This design comes from an exercise in tuning for small area, a short achievable clock period and few clock cycles per item on the open sky130 flow, not from production work. Where RTL was checked, it was by simulation tests only, not by an equivalence proof against the original.

==> run K: inputs <==
## aes_cell
module aes_cell (
    input  wire         clk,
    input  wire         rst,           
    input  wire         in_valid,
    output wire         in_ready,
    input  wire         in_decrypt,    
    input  wire         in_key256,     
    input  wire [255:0] in_key,
    input  wire [127:0] in_block,
    output reg          out_valid,
    output reg  [127:0] out_block
);
==> flow/config.mk <==
export PLATFORM = sky130hd
export DESIGN_NAME = aes_cell
export DESIGN_NICKNAME = aes_cell
export VERILOG_FILES = /design/flow/design.v
export SDC_FILE = /design/flow/constraint.sdc
export NUM_CORES = 8
export LEC_CHECK = 0
export CAP_MARGIN = 20
export CORE_MARGIN = 2
export CORE_UTILIZATION = 40
export PLACE_DENSITY = 0.6
export SLEW_MARGIN = 20
==> flow/constraint.sdc <==
create_clock -name core_clock -period 12.0 [get_ports {clk}]
set_input_delay 2.4000 -clock core_clock [delete_from_list [all_inputs] [get_ports {clk}]]
set_output_delay 2.4000 -clock core_clock [all_outputs]
set_load 0.01 [all_outputs]
standard.sh (not shown) runs the stock make flow with config.mk's settings and CLKGATE_MAP_FILE= SYNTH_SCRIPT=/design/flow/synth_recipe.tcl, a recipe that flattens the netlist after the stock synthesis.
==> flow/flow/run.sh <==
#!/bin/bash
# Own layout flow: the standard ORFS flow, except that
#  - synthesis maps the combinational logic with the ABC script in
#    flow/abc.script instead of ORFS's, and
#  - repair_timing aims for the setup margin in flow/margin.txt (ns below the
#    12 ns clock), so that the design is sized for a shorter achieved period.
# The clock period, SDC and everything else are the standard flow's.
set -euo pipefail
W=$PWD
MARGIN=$(cat "$W/flow/margin.txt")
cat > "$W/own_synth.tcl" <<EOF2
proc abc {args} {
  set i [lsearch -exact \$args -script]
  if {\$i >= 0} { set args [lreplace \$args [expr {\$i + 1}] [expr {\$i + 1}] $W/flow/abc.script] }
  puts "own_synth: abc with \$args"
  yosys abc {*}\$args
}
source $W/synth_recipe.tcl
EOF2
sed "s#SYNTH_SCRIPT=[^ ]*#SYNTH_SCRIPT=$W/own_synth.tcl#" standard.sh > own_standard.sh
grep -q "own_synth.tcl" own_standard.sh
bash own_standard.sh SETUP_SLACK_MARGIN=$MARGIN finish > "$W/flow_make.log" 2>&1
==> flow/flow/abc.script <==
strash
dch
map -a
==> flow/flow/margin.txt <==
8.0
==> inputs of run C, as changes to run K <==
--- a/flow/design.v
+++ b/flow/design.v
@@ -767,11 +767,10 @@
         end
     endfunction
     reg  [127:0] q_st, q_kt;
     reg  [255:0] q_kw;
     reg  [31:0]  q_ks;
-    reg          q_ks1;         
     reg          q_busy, q_dec, q_k256, q_pre, q_ark, q_par;
     reg  [3:0]   q_cnt;
     reg  [7:0]   q_rc;
     reg  [1:0]   q_tag;
     reg  [287:0] p_m;           
@@ -781,19 +780,18 @@
     reg  [3:0]   p_cnt;
     reg  [7:0]   p_rc;
     reg  [1:0]   p_tag;
     genvar g;
     wire [127:0] x1 = q_st ^ q_kt;
-    wire [31:0]  ks1 = q_ks1 ? q_kw[31:0] : q_ks;
     wire [287:0] m1;
     wire [71:0]  km1;
     generate
         for (g = 0; g < 16; g = g + 1) begin : g_s1
             aes_sbox_a u_sa (.a(x1[127 - 8 * g -: 8]), .m(m1[287 - 18 * g -: 18]));
         end
         for (g = 0; g < 4; g = g + 1) begin : g_k1
-            aes_sbox_a u_ka (.a(ks1[31 - 8 * g -: 8]), .m(km1[71 - 18 * g -: 18]));
+            aes_sbox_a u_ka (.a(q_ks[31 - 8 * g -: 8]), .m(km1[71 - 18 * g -: 18]));
         end
     endgenerate
     always @(posedge clk) begin
         p_m    <= {m1[287:128], q_pre ? q_st : m1[127:0]};
         p_km   <= km1;
@@ -832,39 +830,38 @@
             aes_mc      u_mc  (.a(sbe[127 - 32 * g -: 32]), .y(mc[127 - 32 * g -: 32]));
             aes_imc_ain u_imc (.a(dk[127 - 32 * g -: 32]),  .y(dnext_s[127 - 32 * g -: 32]));
         end
     endgenerate
     wire [127:0] dnext = invshiftrows(dnext_s);
-    wire [127:0] blk_s = invshiftrows(invshiftrows(p_m[127:0]));
-    wire [127:0] blk_a;
-    generate
-        for (g = 0; g < 16; g = g + 1) begin : g_ain_blk
-            aes_ain u_ain (.a(blk_s[127 - 8 * g -: 8]), .y(blk_a[127 - 8 * g -: 8]));
-        end
-    endgenerate
     wire [127:0] lo_s = invshiftrows(p_kw[127:0]);
     wire [127:0] lo_a0;
     generate
         for (g = 0; g < 16; g = g + 1) begin : g_ain
             aes_ain u_ain (.a(lo_s[127 - 8 * g -: 8]), .y(lo_a0[127 - 8 * g -: 8]));
         end
     endgenerate
     wire [127:0] lo_a = lo_a0 ^ {16{8'h05}};
+    wire [127:0] in_s = invshiftrows(in_block);
+    wire [127:0] in_a;
+    generate
+        for (g = 0; g < 16; g = g + 1) begin : g_ain_in
+            aes_ain u_ain (.a(in_s[127 - 8 * g -: 8]), .y(in_a[127 - 8 * g -: 8]));
+        end
+    endgenerate
     wire last    = (p_cnt == (p_k256 ? 4'd14 : 4'd10));
     wire lastpre = (p_cnt == (p_k256 ? 4'd13 : 4'd10));
     wire fin     = p_busy && !p_pre && last;    
     wire q_last  = (q_cnt == (q_k256 ? 4'd14 : 4'd10));
     reg    rdy;
     assign in_ready = rdy;
     wire   accept   = in_ready && in_valid;
     always @(posedge clk) begin
         if (in_ready) begin
-            q_st   <= shiftrows(in_block);
+            q_st   <= in_decrypt ? in_a : shiftrows(in_block);
             q_kt   <= shiftrows(in_key[255:128]);
-            q_kw   <= in_key;       
-            q_ks   <= in_key[159:128];
-            q_ks1  <= in_key256;
+            q_kw   <= {in_key[255:128], in_key256 ? in_key[127:0] : in_key[255:128]};
+            q_ks   <= in_key256 ? in_key[31:0] : in_key[159:128];
             q_dec  <= in_decrypt;
             q_k256 <= in_key256;
             q_pre  <= in_decrypt;
             q_ark  <= 1'b0;
             q_par  <= 1'b1;
@@ -881,14 +878,12 @@
             q_ark  <= p_ark;
             q_rc   <= p_rc;
             q_kw   <= p_kw;
             q_st   <= p_m[127:0];
             q_kt   <= 128'h0;
-            q_ks1  <= 1'b0;
             if (p_pre && p_ark) begin
                 q_kt  <= lo_a;
-                q_st  <= blk_a;
                 q_pre <= 1'b0;
                 q_ark <= 1'b0;
                 q_cnt <= 4'd1;
                 q_par <= 1'b1;
                 q_ks  <= p_k256 ? h3 : (h3 ^ h2);
==> flow/flow/run.sh (replaced) <==
#!/bin/bash
# Own layout flow: the standard ORFS flow (standard.sh), except that
#  - synthesis maps the combinational logic with the ABC script in
#    flow/abc.script instead of ORFS's (registers are mapped before ABC, as
#    in the standard synthesis), and
#  - the ORFS make variables in flow/make_args.txt (one per line) are added:
#    a setup margin for repair_timing, so the design is sized for a shorter
#    achieved period than the 12 ns clock, and the buffer cell for the port
#    buffers.
# The clock period, SDC and everything else are the standard flow's.
set -euo pipefail
W=$PWD
cat > "$W/own_synth.tcl" <<EOF2
proc abc {args} {
  set i [lsearch -exact \$args -script]
  if {\$i >= 0} { set args [lreplace \$args [expr {\$i + 1}] [expr {\$i + 1}] $W/flow/abc.script] }
  puts "own_synth: abc with \$args"
  yosys abc {*}\$args
}
source $W/synth_recipe.tcl
EOF2
sed "s#SYNTH_SCRIPT=[^ ]*#SYNTH_SCRIPT=$W/own_synth.tcl#" standard.sh > own_standard.sh
grep -q "own_synth.tcl" own_standard.sh
ARGS=()
while IFS= read -r line; do
  [[ -n "$line" && "$line" != \#* ]] && ARGS+=("$line")
done < "$W/flow/make_args.txt"
bash own_standard.sh "${ARGS[@]}" finish > "$W/flow_make.log" 2>&1
==> flow/flow/make_args.txt (new file) <==
SETUP_SLACK_MARGIN=8.0
BUFFER_PORTS_ARGS=-buffer_cell sky130_fd_sc_hd__buf_1
- CORE_UTILIZATION: 40 -> 25
- PLACE_DENSITY: 0.6 -> 0.35
removed: flow/flow/margin.txt
==> inputs of run M, as changes to run K <==
--- a/flow/design.v
+++ b/flow/design.v
@@ -767,11 +767,10 @@
         end
     endfunction
     reg  [127:0] q_st, q_kt;
     reg  [255:0] q_kw;
     reg  [31:0]  q_ks;
-    reg          q_ks1;         
     reg          q_busy, q_dec, q_k256, q_pre, q_ark, q_par;
     reg  [3:0]   q_cnt;
     reg  [7:0]   q_rc;
     reg  [1:0]   q_tag;
     reg  [287:0] p_m;           
@@ -781,19 +780,18 @@
     reg  [3:0]   p_cnt;
     reg  [7:0]   p_rc;
     reg  [1:0]   p_tag;
     genvar g;
     wire [127:0] x1 = q_st ^ q_kt;
-    wire [31:0]  ks1 = q_ks1 ? q_kw[31:0] : q_ks;
     wire [287:0] m1;
     wire [71:0]  km1;
     generate
         for (g = 0; g < 16; g = g + 1) begin : g_s1
             aes_sbox_a u_sa (.a(x1[127 - 8 * g -: 8]), .m(m1[287 - 18 * g -: 18]));
         end
         for (g = 0; g < 4; g = g + 1) begin : g_k1
-            aes_sbox_a u_ka (.a(ks1[31 - 8 * g -: 8]), .m(km1[71 - 18 * g -: 18]));
+            aes_sbox_a u_ka (.a(q_ks[31 - 8 * g -: 8]), .m(km1[71 - 18 * g -: 18]));
         end
     endgenerate
     always @(posedge clk) begin
         p_m    <= {m1[287:128], q_pre ? q_st : m1[127:0]};
         p_km   <= km1;
@@ -832,39 +830,38 @@
             aes_mc      u_mc  (.a(sbe[127 - 32 * g -: 32]), .y(mc[127 - 32 * g -: 32]));
             aes_imc_ain u_imc (.a(dk[127 - 32 * g -: 32]),  .y(dnext_s[127 - 32 * g -: 32]));
         end
     endgenerate
     wire [127:0] dnext = invshiftrows(dnext_s);
-    wire [127:0] blk_s = invshiftrows(invshiftrows(p_m[127:0]));
-    wire [127:0] blk_a;
-    generate
-        for (g = 0; g < 16; g = g + 1) begin : g_ain_blk
-            aes_ain u_ain (.a(blk_s[127 - 8 * g -: 8]), .y(blk_a[127 - 8 * g -: 8]));
-        end
-    endgenerate
     wire [127:0] lo_s = invshiftrows(p_kw[127:0]);
     wire [127:0] lo_a0;
     generate
         for (g = 0; g < 16; g = g + 1) begin : g_ain
             aes_ain u_ain (.a(lo_s[127 - 8 * g -: 8]), .y(lo_a0[127 - 8 * g -: 8]));
         end
     endgenerate
     wire [127:0] lo_a = lo_a0 ^ {16{8'h05}};
+    wire [127:0] in_s = invshiftrows(in_block);
+    wire [127:0] in_a;
+    generate
+        for (g = 0; g < 16; g = g + 1) begin : g_ain_in
+            aes_ain u_ain (.a(in_s[127 - 8 * g -: 8]), .y(in_a[127 - 8 * g -: 8]));
+        end
+    endgenerate
     wire last    = (p_cnt == (p_k256 ? 4'd14 : 4'd10));
     wire lastpre = (p_cnt == (p_k256 ? 4'd13 : 4'd10));
     wire fin     = p_busy && !p_pre && last;    
     wire q_last  = (q_cnt == (q_k256 ? 4'd14 : 4'd10));
     reg    rdy;
     assign in_ready = rdy;
     wire   accept   = in_ready && in_valid;
     always @(posedge clk) begin
         if (in_ready) begin
-            q_st   <= shiftrows(in_block);
+            q_st   <= in_decrypt ? in_a : shiftrows(in_block);
             q_kt   <= shiftrows(in_key[255:128]);
-            q_kw   <= in_key;       
-            q_ks   <= in_key[159:128];
-            q_ks1  <= in_key256;
+            q_kw   <= {in_key[255:128], in_key256 ? in_key[127:0] : in_key[255:128]};
+            q_ks   <= in_key256 ? in_key[31:0] : in_key[159:128];
             q_dec  <= in_decrypt;
             q_k256 <= in_key256;
             q_pre  <= in_decrypt;
             q_ark  <= 1'b0;
             q_par  <= 1'b1;
@@ -881,14 +878,12 @@
             q_ark  <= p_ark;
             q_rc   <= p_rc;
             q_kw   <= p_kw;
             q_st   <= p_m[127:0];
             q_kt   <= 128'h0;
-            q_ks1  <= 1'b0;
             if (p_pre && p_ark) begin
                 q_kt  <= lo_a;
-                q_st  <= blk_a;
                 q_pre <= 1'b0;
                 q_ark <= 1'b0;
                 q_cnt <= 4'd1;
                 q_par <= 1'b1;
                 q_ks  <= p_k256 ? h3 : (h3 ^ h2);
==> flow/flow/abc.script (replaced) <==
strash
dch
map
==> summary of the runs <==
Run K went through all stages and came out clean. Run M produced a layout that fails on max-capacitance violations, max-slew violations. Run C went through all stages and came out clean.
In clock-buffer cell count, run C and run K do not differ.
Worst hold slack: run K > run C > run M.
Synthesized cell count, lowest first: run K, run C, run M.
The lowest synthesized area belongs to run K, the highest to run M.
The lowest cell area belongs to run K, the highest to run M.
Sequential share of layout area, highest first: run K, run C, run M.
Testbench counts of run C, summed over its fixed seeds: cycles 48,720, items 3,200.
Testbench counts of run M, summed over its fixed seeds: cycles 48,720, items 3,200.
For run K, only the layout was checked, not whether the RTL still works.

port drivers added, routing unchanged:
The flow's constraints put no driver on any port. The routed layouts listed below were extracted and timed again, unchanged, in two steps.
Step 1 (the two cells are an assumption about what drives the block):
set clk [get_ports {clk}]
set_driving_cell -lib_cell sky130_fd_sc_hd__clkbuf_16 $clk
set_driving_cell -lib_cell sky130_fd_sc_hd__buf_2 [delete_from_list [all_inputs] $clk]
Step 2 times the ports against the registers' clock, not the clock port: input delays grow and output delays shrink by t, the midpoint of the rising clock arrivals with the driver on.
a / b / c = ideal / step 1 / step 2; a / b = the first two.
| run | t, ns | slack for setup (ns) | latest minus earliest clock arrival (ns) | slew at the worst register clock pin (ns) | pins driven straight from the clock port |
|---|---|---|---|---|---|
| run K | 1.002 | 7.829 / 7.829 / 7.734 | 0.075 / 0.076 | 0.07 / 0.07 | 1 |
| run C | 1.062 | 7.804 / 7.804 / 7.029 | 0.070 / 0.070 | 0.08 / 0.08 | 1 |
| run M | 1.126 | 7.538 / 7.538 / 6.786 | 0.138 / 0.138 | 0.08 / 0.08 | 1 |
The setup slack of run C, which loses most, moves by 0.000 ns with the drivers and by -0.775 ns with both steps.
